Source: an optimization exercise on an open RTL-to-GDS flow (aim: small area). Production flows keep margins and buffers that such runs may drop. At most, simulation tests tie the RTL to the original design; equivalence was not proved. Power and IR drop assume default switching activity.

==> run H <==
## le_law
module le_law (
    input  wire        clk,
    input  wire        rst,
    input  wire        cfg_we,
    input  wire [3:0]  cfg_addr,
    input  wire [31:0] cfg_wdata,
    input  wire        in_valid,
    output wire        in_ready,
    input  wire [31:0] in_y,
    input  wire [31:0] in_sp,
    input  wire [31:0] in_ff,
    output reg         out_valid,
    output reg         out_fail,
    output wire [31:0] out_us,
    output wire [31:0] out_r,
    output wire [31:0] out_e,
    output wire [31:0] out_u
);
clock: 20.0 ns
lec_check: 0
abc_area: 1
abc_clock_period_in_ps: 16000
cap_margin: 20
core_margin: 2
core_utilization: 50
cts_cluster_diameter: 100
cts_cluster_size: 25
slew_margin: 20
run.sh (not shown) runs the stock make flow with config.mk's settings and CLKGATE_MAP_FILE= SYNTH_SCRIPT=/design/flow/synth_recipe.tcl, a recipe that flattens the netlist after the stock synthesis.
==> run E (differences from run H) <==
--- a/flow/design.v
+++ b/flow/design.v
@@ -15,18 +15,17 @@
     localparam O_ADD = 3'd1, O_MUL = 3'd2, O_DIV = 3'd3, O_SELLT = 3'd4,
                O_SELGT = 3'd5, O_PASS = 3'd6;
     localparam C_IDLE = 4'd0, C_NIN = 4'd1, C_ALIGN = 4'd2, C_ADDS = 4'd3,
                C_MUL = 4'd4, C_DIV = 4'd5, C_MOVE = 4'd6, C_NORM = 4'd7,
                C_ROUND = 4'd8, C_DONE = 4'd9;
-    localparam SP_NONE = 2'd0, SP_NAN = 2'd1, SP_INF = 2'd2, SP_ZERO = 2'd3;
     reg [3:0]  cs;
     reg [27:0] P, Q;
     reg [23:0] M;
     reg signed [9:0] E;
     reg [4:0]  cnt;
     reg        S, ZS, SUB, ST, RND, ISDIV;
-    reg [1:0]  SPEC;
+    reg        NAN;
     assign busy = (cs != C_IDLE) && (cs != C_DONE);
     assign done = (cs == C_DONE);
     wire [7:0]  ea = a[30:23], eb = b[30:23];
     wire [22:0] fa = a[22:0],  fb = b[22:0];
     wire        sa = a[31],    sb = b[31];
@@ -139,28 +138,22 @@
             RND <= 1'b0;
             ISDIV <= (op == O_DIV);
             M   <= mb;
             case (op)
                 O_MUL, O_DIV: begin
-                    P <= opmul ? 28'd0 : {1'b0, mx, 3'b000};
+                    P <= (opmul | b_inf) ? 28'd0 : {1'b0, mx, 3'b000};
                     Q <= opmul ? {1'b0, mz, 3'b000} : 28'd0;
-                    E <= texp + (opmul ? -10'sd127 : 10'sd126);
+                    E <= (a_inf | (opmul ? b_inf : b_zero)) ? 10'sd255
+                         : texp + (opmul ? -10'sd127 : 10'sd126);
                     S <= sa ^ sb;
                     ZS <= sa ^ sb;
                     SUB <= 1'b0;
                     cnt <= opmul ? 5'd23 : 5'd27;
-                    if (opmul) begin
-                        if (a_nan | b_nan | (a_inf & b_zero) | (b_inf & a_zero)) SPEC <= SP_NAN;
-                        else if (a_inf | b_inf) SPEC <= SP_INF;
-                        else if (a_zero | b_zero | (a_sub & b_sub)) SPEC <= SP_ZERO;
-                        else SPEC <= SP_NONE;
-                    end else begin
-                        if (a_nan | b_nan | (a_zero & b_zero) | (a_inf & b_inf)) SPEC <= SP_NAN;
-                        else if (a_inf | b_zero) SPEC <= SP_INF;
-                        else if (a_zero | b_inf) SPEC <= SP_ZERO;
-                        else SPEC <= SP_NONE;
-                    end
+                    if (opmul)
+                        NAN <= a_nan | b_nan | (a_inf & b_zero) | (b_inf & a_zero);
+                    else
+                        NAN <= a_nan | b_nan | (a_zero & b_zero) | (a_inf & b_inf);
                     if (a_nan | b_nan | a_inf | b_inf | a_zero | b_zero | (opmul & a_sub & b_sub))
                         cs <= C_DONE;
                     else
                         cs <= C_NIN;
                 end
@@ -171,18 +164,14 @@
                     S <= sx;
                     ZS <= (op == O_ADD) ? (sa & sb) : sx;
                     SUB <= (op == O_ADD) & (sa ^ sb);
                     cnt <= (op == O_ADD) ? dcap : 5'd0;
                     if (op == O_ADD) begin
-                        if (a_nan | b_nan | (a_inf & b_inf & (sa ^ sb))) SPEC <= SP_NAN;
-                        else if (a_inf | b_inf) SPEC <= SP_INF;
-                        else SPEC <= SP_NONE;
+                        NAN <= a_nan | b_nan | (a_inf & b_inf & (sa ^ sb));
                         cs <= (a_nan | b_nan | a_inf | b_inf) ? C_DONE : C_ALIGN;
                     end else begin
-                        if (x_nan) SPEC <= SP_NAN;
-                        else if (x_inf) SPEC <= SP_INF;
-                        else SPEC <= SP_NONE;
+                        NAN <= x_nan;
                         cs <= (x_nan | x_inf) ? C_DONE : C_ALIGN;
                     end
                 end
             endcase
         end else begin
@@ -201,20 +190,16 @@
             else if (cs == C_MOVE) ST <= ~pz;
             else ST <= ST | st_in;
         end
     end
     always @* begin
-        if (SPEC == SP_NAN)
+        if (NAN)
             res = 32'h7FC00000;
-        else if (SPEC == SP_INF)
+        else if (E > 10'sd254)
             res = {S, 8'hFF, 23'd0};
-        else if (SPEC == SP_ZERO)
-            res = {S, 31'd0};
         else if (pz)
             res = {ZS, 31'd0};
-        else if (E > 10'sd254)
-            res = {S, 8'hFF, 23'd0};
         else
             res = {S, P[26] ? E[7:0] : 8'd0, P[25:3]};
     end
 endmodule
 module le_law (
@@ -249,11 +234,11 @@
     reg  [5:0] slot;
     reg        rep;           
     reg        first, cond, rz, fail;
     reg        dsrc;
     reg  [1:0] ffsrc;
-    reg  [NCFG-1:0] cvalid;   
+    reg        clr;           
     reg        cw0;           
     wire core_busy, core_done;
     wire [31:0] core_res;
     wire act = run & ~rep;    
     reg  [16*NW-1:0] wl, wh;       
@@ -270,14 +255,11 @@
                 wh[16*gi +: 16] <= {wen[gi] ? dh[gi] : th[gi], wh[16*gi+1 +: 15]};
             end
         end
     endgenerate
     function [1:0] rd(input integer k);
-        if (k < NCFG)
-            rd = {th[k] & cvalid[k], tl[k] & cvalid[k]};
-        else
-            rd = {th[k], tl[k]};
+        rd = {th[k], tl[k]};
     endfunction
     wire [4:0] b0 = {ph, 1'b0};
     wire [4:0] b1 = {ph, 1'b1};
     wire [1:0] s_cfg = {cfg_wdata[b1], cfg_wdata[b0]};
     wire [1:0] s_y   = {in_y[b1],  in_y[b0]};
@@ -371,22 +353,22 @@
         endcase
     end
     wire commit_s = act & (slot == 6'd25) & ~fail;    
     wire commit_i = act & (slot == 6'd35) & ~fail;    
     wire [1:0] s_x = dsrc ? rd(W_WE) : s_ny;
-    wire cfg_wr = ~run & cfg_we;
+    wire cfg_wr = ~run & ~clr & cfg_we;
     wire take_cfg = cfg_wr & cw0 & last;
     wire take_smp = act & (slot == 6'd25) & last;
     assign in_ready = take_cfg | take_smp;
     integer k;
     always @* begin
         wen = {NW{1'b0}};
         dl  = {NW{1'b0}};
         dh  = {NW{1'b0}};
         for (k = 0; k < NCFG; k = k + 1) begin
-            wen[k] = cfg_wr & (cfg_addr == k);
-            dl[k] = s_cfg[0]; dh[k] = s_cfg[1];
+            wen[k] = clr | (cfg_wr & (cfg_addr == k));
+            dl[k] = s_cfg[0] & ~clr; dh[k] = s_cfg[1] & ~clr;
         end
         wen[W_I]  = commit_i;           dl[W_I]  = s_acc[0];    dh[W_I]  = s_acc[1];
         wen[W_D]  = commit_s;           dl[W_D]  = tl[W_1];     dh[W_D]  = th[W_1];
         wen[W_XP] = commit_s;           dl[W_XP] = s_x[0];      dh[W_XP] = s_x[1];
         wen[W_R]  = commit_s;           dl[W_R]  = tl[W_WUS];   dh[W_R]  = th[W_WUS];
@@ -426,25 +408,25 @@
             run <= 1'b0;
             slot <= 6'd0;
             rep <= 1'b0;
             first <= 1'b1;
             fail <= 1'b0;
-            cvalid <= {NCFG{1'b0}};
+            clr <= 1'b1;
             dsrc <= 1'b0;
             ffsrc <= 2'd0;
             cw0 <= 1'b0;
             out_fail <= 1'b0;
         end else begin
             ph <= ph + 4'd1;
             if (ph == 4'd0) cw0 <= cfg_wr;
             if (take_cfg) begin
-                if (cfg_addr < NCFG) cvalid[cfg_addr] <= 1'b1;
                 if (cfg_addr == 4'd11) begin dsrc <= cfg_wdata[0]; ffsrc <= cfg_wdata[2:1]; end
                 if (cfg_addr == 4'd12) first <= 1'b1;
             end
+            if (last) clr <= 1'b0;
             if (~run) begin
-                if (last & in_valid) begin
+                if (last & in_valid & ~clr) begin
                     run  <= 1'b1;
                     slot <= 6'd0;
                     rep  <= 1'b0;
                     fail <= 1'b0;
                 end
==> flow/flow/run.sh (new file) <==
#!/bin/bash
# Layout: the standard flow, with the port buffers made from the smallest
# buffer cell instead of the one buffer_ports picks by itself. Every input and
# output port still gets its own buffer. The whole make output goes to
# flow_make.log in the work folder.
set -euo pipefail
export BUFFER_PORTS_ARGS="-buffer_cell sky130_fd_sc_hd__buf_1"
bash standard.sh "BUFFER_PORTS_ARGS=-buffer_cell sky130_fd_sc_hd__buf_1" finish > flow_make.log 2>&1
==> flow/standard.sh (new file) <==
#!/bin/bash
# synth_recipe.tcl (not shown) runs the flow's synth.tcl, then flattens the netlist and writes it again
# the make line also repeats each setting of config.mk as NAME=value (left out here)
make -C /OpenROAD-flow-scripts/flow DESIGN_CONFIG=/design/flow/config.mk WORK_HOME=/design/flow/orfs CLKGATE_MAP_FILE= SYNTH_SCRIPT=/design/flow/synth_recipe.tcl "${@:-finish}"
- ABC_AREA: 1 -> unset
- CORE_UTILIZATION: 50 -> 65
- CTS_CLUSTER_SIZE: 25 -> 30
removed: flow/run.sh
==> results.txt <==
- Met1 usage: 0.430
- Met2 routed WL: between 30 and 40 mm
- GRT Total Usage: 0.324
- Crit path from: in_ff[15]
- DIE HEIGHT: between 200 and 250 um
- # nets final: roughly 3100
- Simple-Gate Fraction of Synth Area: 0.122
- Seq Cell Count: ~840
- Logic pwr share: 0.241
- Synth unique cells: between 90 and 100
- WL final: ~82 mm
- Top cell type's share of synthesized area: 0.468
- Total power: around 3.6 mW
- Final setup margin: ~7.5 ns
- Mux contribution to synthesized area: 0.0750
- R2R setup slack: between 9 and 10 ns
- Outcome: finished clean
The numbers above come from run E.

==> results.txt <==
- Total power: 3.92 mW
- Synth unique cells: a little over 60
- Top cell type's share of synthesized area: 0.473
- WL final: just under 90 mm
- Hold Path Sink: wl[148]$_DFF_P_
- DIE HEIGHT: around 250 um
- Logic pwr share: 0.248
- Mux contribution to synthesized area: 0
- Simple-Gate Fraction of Synth Area: 0.177
- Outcome: finished clean
- GRT Total Usage: 0.268
- R2R setup slack: between 10 and 15 ns
- First-pass GRT wire length: approximately 130 mm
- Worst-path clk slew: around 0.090 ns
- Final setup margin: about 8.8 ns
- Initial DRC Count: 1980
- Met1 usage: 0.339
- # nets final: between 3000 and 4000
- Met2 routed WL: approximately 43 mm
- Crit path from: in_sp[3]
The numbers above come from run H.

The RTL of run E was laid out without a check of its function.

separate check: timing with driven ports:
How much do the figures lean on ideal ports? The routed layouts below were timed once more, with nothing changed but the port constraints. Step 1 sets driving cells, clkbuf_16 on the clock port and buf_2 on the other inputs (assumed; they add their load-dependent delay and slew). Step 2, shift: input delay + t, output delay - t, t = (earliest + latest rising clock arrival at the registers) / 2. This alone moves slack from input paths to output paths. Slacks: ideal ports / drivers / drivers and shift; pairs: ideal ports / drivers.
run	shift t [ns]	slack for setup (ns)	clock arrival spread, ns
run H	0.678	8.835 / 8.876 / 8.198	0.056 / 0.055
run E	0.649	7.458 / 7.485 / 6.835	0.028 / 0.027
After both steps every run listed still meets setup and hold. The setup slack of run H, which loses most, moves by +0.041 ns with the drivers and by -0.637 ns with both steps.
